This design comes from an exercise in tuning for small area, a short achievable clock period and few clock cycles per item on the open sky130 flow, not from production work.
At most, simulation tests tie the RTL to the original design; equivalence was not proved.
No activity file was given, so power comes from the tool's default toggle rates.

Design desc_intake, start of the top module:
module desc_intake (
    input  wire        clk,
    input  wire        rst,
    input  wire [1:0]  variant,      
    input  wire        in_valid,
    output wire        in_ready,
    input  wire [31:0] in_data,
    input  wire [5:0]  in_ring,
    input  wire [63:0] in_now,
    input  wire        rel_valid,
    input  wire [6:0]  rel_slot,
    output reg         out_valid,
    input  wire        out_ready,
    output reg         out_accept,
    output reg  [7:0]  out_status,
    output reg  [31:0] out_result,
    output reg  [15:0] out_tag,
    output reg  [15:0] out_opcode,
    output reg  [5:0]  out_ring
);
Settings: LEC_CHECK=0, CAP_MARGIN=20, CORE_MARGIN=2, CORE_UTILIZATION=40, PLACE_DENSITY=0.6, SETUP_SLACK_MARGIN=4.0, SLEW_MARGIN=20; clock period 7.0 ns.
run.sh (not shown) runs the stock make flow with config.mk's settings and CLKGATE_MAP_FILE= SYNTH_SCRIPT=/design/flow/synth_recipe.tcl, a recipe that flattens the netlist after the stock synthesis.
The baseline ran to the end with no violations.
Next try:
SETUP_SLACK_MARGIN = unset   (was 4.0)
=> Count of clock-buffer cells in the layout stays the same. Design area fell slightly. Worst hold slack improves by 0.0038 ns. Core utilization fell by 0.42 points. Die area stays the same. Final cell count drops slightly. Global-route usage falls by 0.11 points. Fmax fell by about a fifth. Combinational power stays flat. Power is about the same. Worst setup slack gets worse by 0.60 ns.
No functional check of the RTL was part of any run of this note.

---

## maple
Another version of the RTL of desc_intake (not shown whole).
Size: roughly 2600 cells after synthesis, about 960 flip-flops, roughly 200 I/O pins, roughly 0.033 mm^2 of cells after synthesis.
Settings: LEC_CHECK=0, CAP_MARGIN=20, CORE_MARGIN=2, CORE_UTILIZATION=40, PLACE_DENSITY=0.6, SETUP_SLACK_MARGIN=4.5, SLEW_MARGIN=20; clock period 7.0 ns.
Testbench counts of maple, summed over its fixed seeds: cycles 51,224, items 3,200.
> inputs changed (maple -> amber)
- CTS_CLUSTER_SIZE newly set to 30
- CTS_CLUSTER_DIAMETER newly set to 100
- PLACE_DENSITY changed from 0.6 to 0.75
- CORE_UTILIZATION changed from 40 to 60
Notes after the runs:
Going from maple to amber, die area now sits lower; total standard cell area after synthesis ~0 delta; area of the multi-input gates essentially unchanged; post-layout instance area went down by 0.0026 mm^2.
Sequential power share was lower in the run labelled maple.

---

Another version of the RTL of desc_intake (not shown whole).
For scale: roughly 2700 cells after synthesis, about 880 flip-flops.
clock: 7.0 ns
lec_check: 0
cap_margin: 20
core_margin: 2
core_utilization: 40
place_density: 0.6
setup_slack_margin: 5
slew_margin: 20
Rerun with:
- SETUP_SLACK_MARGIN: 5 -> 4.5
Effect:
- flip-flop and latch count does not change
- sequential share of layout area rose by 1.4 points
- die area does not change
- via count shrinks by 1.7%
- wire length came out lower by 2.6%
- core utilization fell by 1.8 points
No functional check of the RTL was part of any run of this note.

---

Setup of JK:
desc_intake with an RTL version that a note above also has.
For scale: ~960 flip-flops, roughly 200 I/O pins, ~33,000 um2 of cells after synthesis.
clock: 7.0 ns
lec_check: 0
cap_margin: 20
core_margin: 2
core_utilization: 40
cts_cluster_diameter: 100
cts_cluster_size: 30
place_density: 0.6
setup_slack_margin: 4.5
slew_margin: 20
standard.sh (not shown) runs the stock make flow with config.mk's settings and CLKGATE_MAP_FILE= SYNTH_SCRIPT=/design/flow/synth_recipe.tcl, a recipe that flattens the netlist after the stock synthesis.
==> flow/flow/run.sh <==
#!/bin/bash
# The standard layout, with plain buffers (rather than the resizer's pick of a
# delay cell) on the ports.
export BUFFER_PORTS_ARGS="-buffer_cell sky130_fd_sc_hd__buf_2"
bash standard.sh > standard.log 2>&1
Testbench counts of JK, summed over its fixed seeds: cycles 51,224, items 3,200.
Inputs modified between JK and MS:
# JK
export LEC_CHECK = 0
export CAP_MARGIN = 20
export CORE_MARGIN = 2
export CORE_UTILIZATION = 40
export CTS_CLUSTER_DIAMETER = 100
export CTS_CLUSTER_SIZE = 30
export PLACE_DENSITY = 0.6
export SETUP_SLACK_MARGIN = 4.5
export SLEW_MARGIN = 20
create_clock -name core_clock -period 7.0 [get_ports {clk}]
# MS
export LEC_CHECK = 0
export CAP_MARGIN = 20
export CORE_MARGIN = 2
export CORE_UTILIZATION = 40
export CTS_CLUSTER_DIAMETER = 100
export CTS_CLUSTER_SIZE = 30
export PLACE_DENSITY = 0.6
export SETUP_SLACK_MARGIN = 5
export SLEW_MARGIN = 20
create_clock -name core_clock -period 7.0 [get_ports {clk}]
==> flow/run.sh (new file) <==
#!/bin/bash
# synth_recipe.tcl (not shown) runs the flow's synth.tcl, then flattens the netlist and writes it again
# the make line also repeats each setting of config.mk as NAME=value (left out here)
make -C /OpenROAD-flow-scripts/flow DESIGN_CONFIG=/design/flow/config.mk WORK_HOME=/design/flow/orfs CLKGATE_MAP_FILE= SYNTH_SCRIPT=/design/flow/synth_recipe.tcl finish
removed: flow/flow/run.sh
removed: flow/standard.sh
==> comparison <==
On met3 layer usage reported by global route: between JK and MS, it ends up higher for MS. Measured against JK, the number of buffers outside the clock class in the layout of MS comes out at 1.6 times the reference value. Routed wire length, JK and MS, lower one = JK. MS vs JK: total power up by more than 10%. The clock buffer count in JK is 0.930 times that in MS. On clock group share of total power, the lower figure sits with MS, not JK.

---

== red ==
Starting RTL as in the previous note.
export LEC_CHECK = 0
export CAP_MARGIN = 20
export CORE_MARGIN = 2
export CORE_UTILIZATION = 45
export CTS_CLUSTER_DIAMETER = 100
export CTS_CLUSTER_SIZE = 30
export PLACE_DENSITY = 0.65
export SETUP_SLACK_MARGIN = 4.4
export SLEW_MARGIN = 20
create_clock -name core_clock -period 7.0 [get_ports {clk}]
run.sh (not shown) runs the stock make flow with config.mk's settings and CLKGATE_MAP_FILE= SYNTH_SCRIPT=/design/flow/synth_recipe.tcl, a recipe that flattens the netlist after the stock synthesis.
Stock flow here: none of the scripts above is used.
red: flow completed, timing, DRC and antenna clean
Testbench counts of red, summed over its fixed seeds: cycles 51,224, items 3,200.
The following lists how blue was set up differently from red:
Settings: PLACE_DENSITY: 0.65 -> 0.6; CORE_UTILIZATION: 45 -> 40; SETUP_SLACK_MARGIN: 4.4 -> 4.5.
Findings:
- blue completed end to end with timing, DRC and antenna clean.
- A top layer reached by signal wires of met4 is what red shows, while met5 belongs to blue.
- flop to output pin as the type of the worst setup path was reported by blue, and flop to flop by red.
- Changes observed in blue relative to red: total clock buffers created by CTS moved up; leakage power total moved up; routed wire length on met3 moved up.
> inputs changed (blue -> green)
Settings: SETUP_SLACK_MARGIN now 4.6, was 4.5; TNS_END_PERCENT now 5, previously not set.
### Flow results
- Diff blue -> green | global-route wire length before repair | down by a few percent
- Looking at power density over the cells, green sits 1.1% above blue.
- The startpoint of the worst setup timing path comes out out_result[9]$_SDFFCE_PP0P_ in one run and out_tag[9]$_DFFE_PP_ in the other, namely in green and blue respectively.
- Diff blue -> green | routed wire length | decrease of 2.5 mm
- Hold slack up 0.0033 ns in green wrt blue
- The final reports for green and blue show fraction of final layout cells sized beyond drive strength 1 lower in the former.
- Non-clock buffer count ended up 13% lower on green than on blue.
- green -> blue: die area delta 0, exact match
- Cell area: green < blue
- Every stage of the flow completed for green, and the final layout passed the timing, DRC and antenna checks.

-- afterwards: timing with drivers on the ports --
The flow's constraints put no driver on any port. The routed layouts listed below were extracted and timed again, unchanged, in two steps.
Step 1, drivers: a clkbuf_16 drives clk and a buf_2 each remaining input, both assumed.
Step 2 also shifts input and output timing later by t, the mid clock arrival at the registers, as if the neighbouring blocks saw the same clock.
Slacks: no drivers / after step 1 / after step 2; pairs: no drivers / after step 1.
run | t, ns | setup WS [ns] | clock arrival spread, ns | worst data-port slew with drivers (ns) | cell pins on the clock port's net
the first run of note 1 | 0.726 | 4.043 / 3.993 / 3.394 | 0.057 / 0.058 | 0.12 | 1
the second run of note 1 | 0.724 | 3.443 / 3.377 / 3.393 | 0.058 / 0.057 | 0.12 | 1
maple | 0.712 | 4.236 / 4.174 / 3.951 | 0.093 / 0.093 | 0.08 | 1
amber | 0.667 | 4.246 / 4.202 / 3.962 | 0.030 / 0.030 | 0.09 | 1
the first run of note 3 | 0.702 | 3.630 / 3.670 / 2.968 | 0.037 / 0.036 | 0.11 | 1
the second run of note 3 | 0.695 | 3.537 / 3.568 / 2.873 | 0.067 / 0.068 | 0.08 | 1
JK | 0.681 | 4.277 / 4.213 / 3.988 | 0.037 / 0.037 | 0.05 | 1
MS | 0.682 | 4.281 / 4.218 / 4.308 | 0.046 / 0.046 | 0.09 | 1
red | 0.677 | 4.228 / 4.228 / 3.883 | 0.028 / 0.028 | 0.06 | 1
blue | 0.682 | 4.267 / 4.203 / 4.010 | 0.040 / 0.039 | 0.07 | 1
green | 0.671 | 4.246 / 4.184 / 3.773 | 0.055 / 0.055 | 0.07 | 1
After both steps every run listed still meets setup and hold. The setup slack of the second run of note 3, which loses most, moves by +0.031 ns with the drivers and by -0.664 ns with both steps.
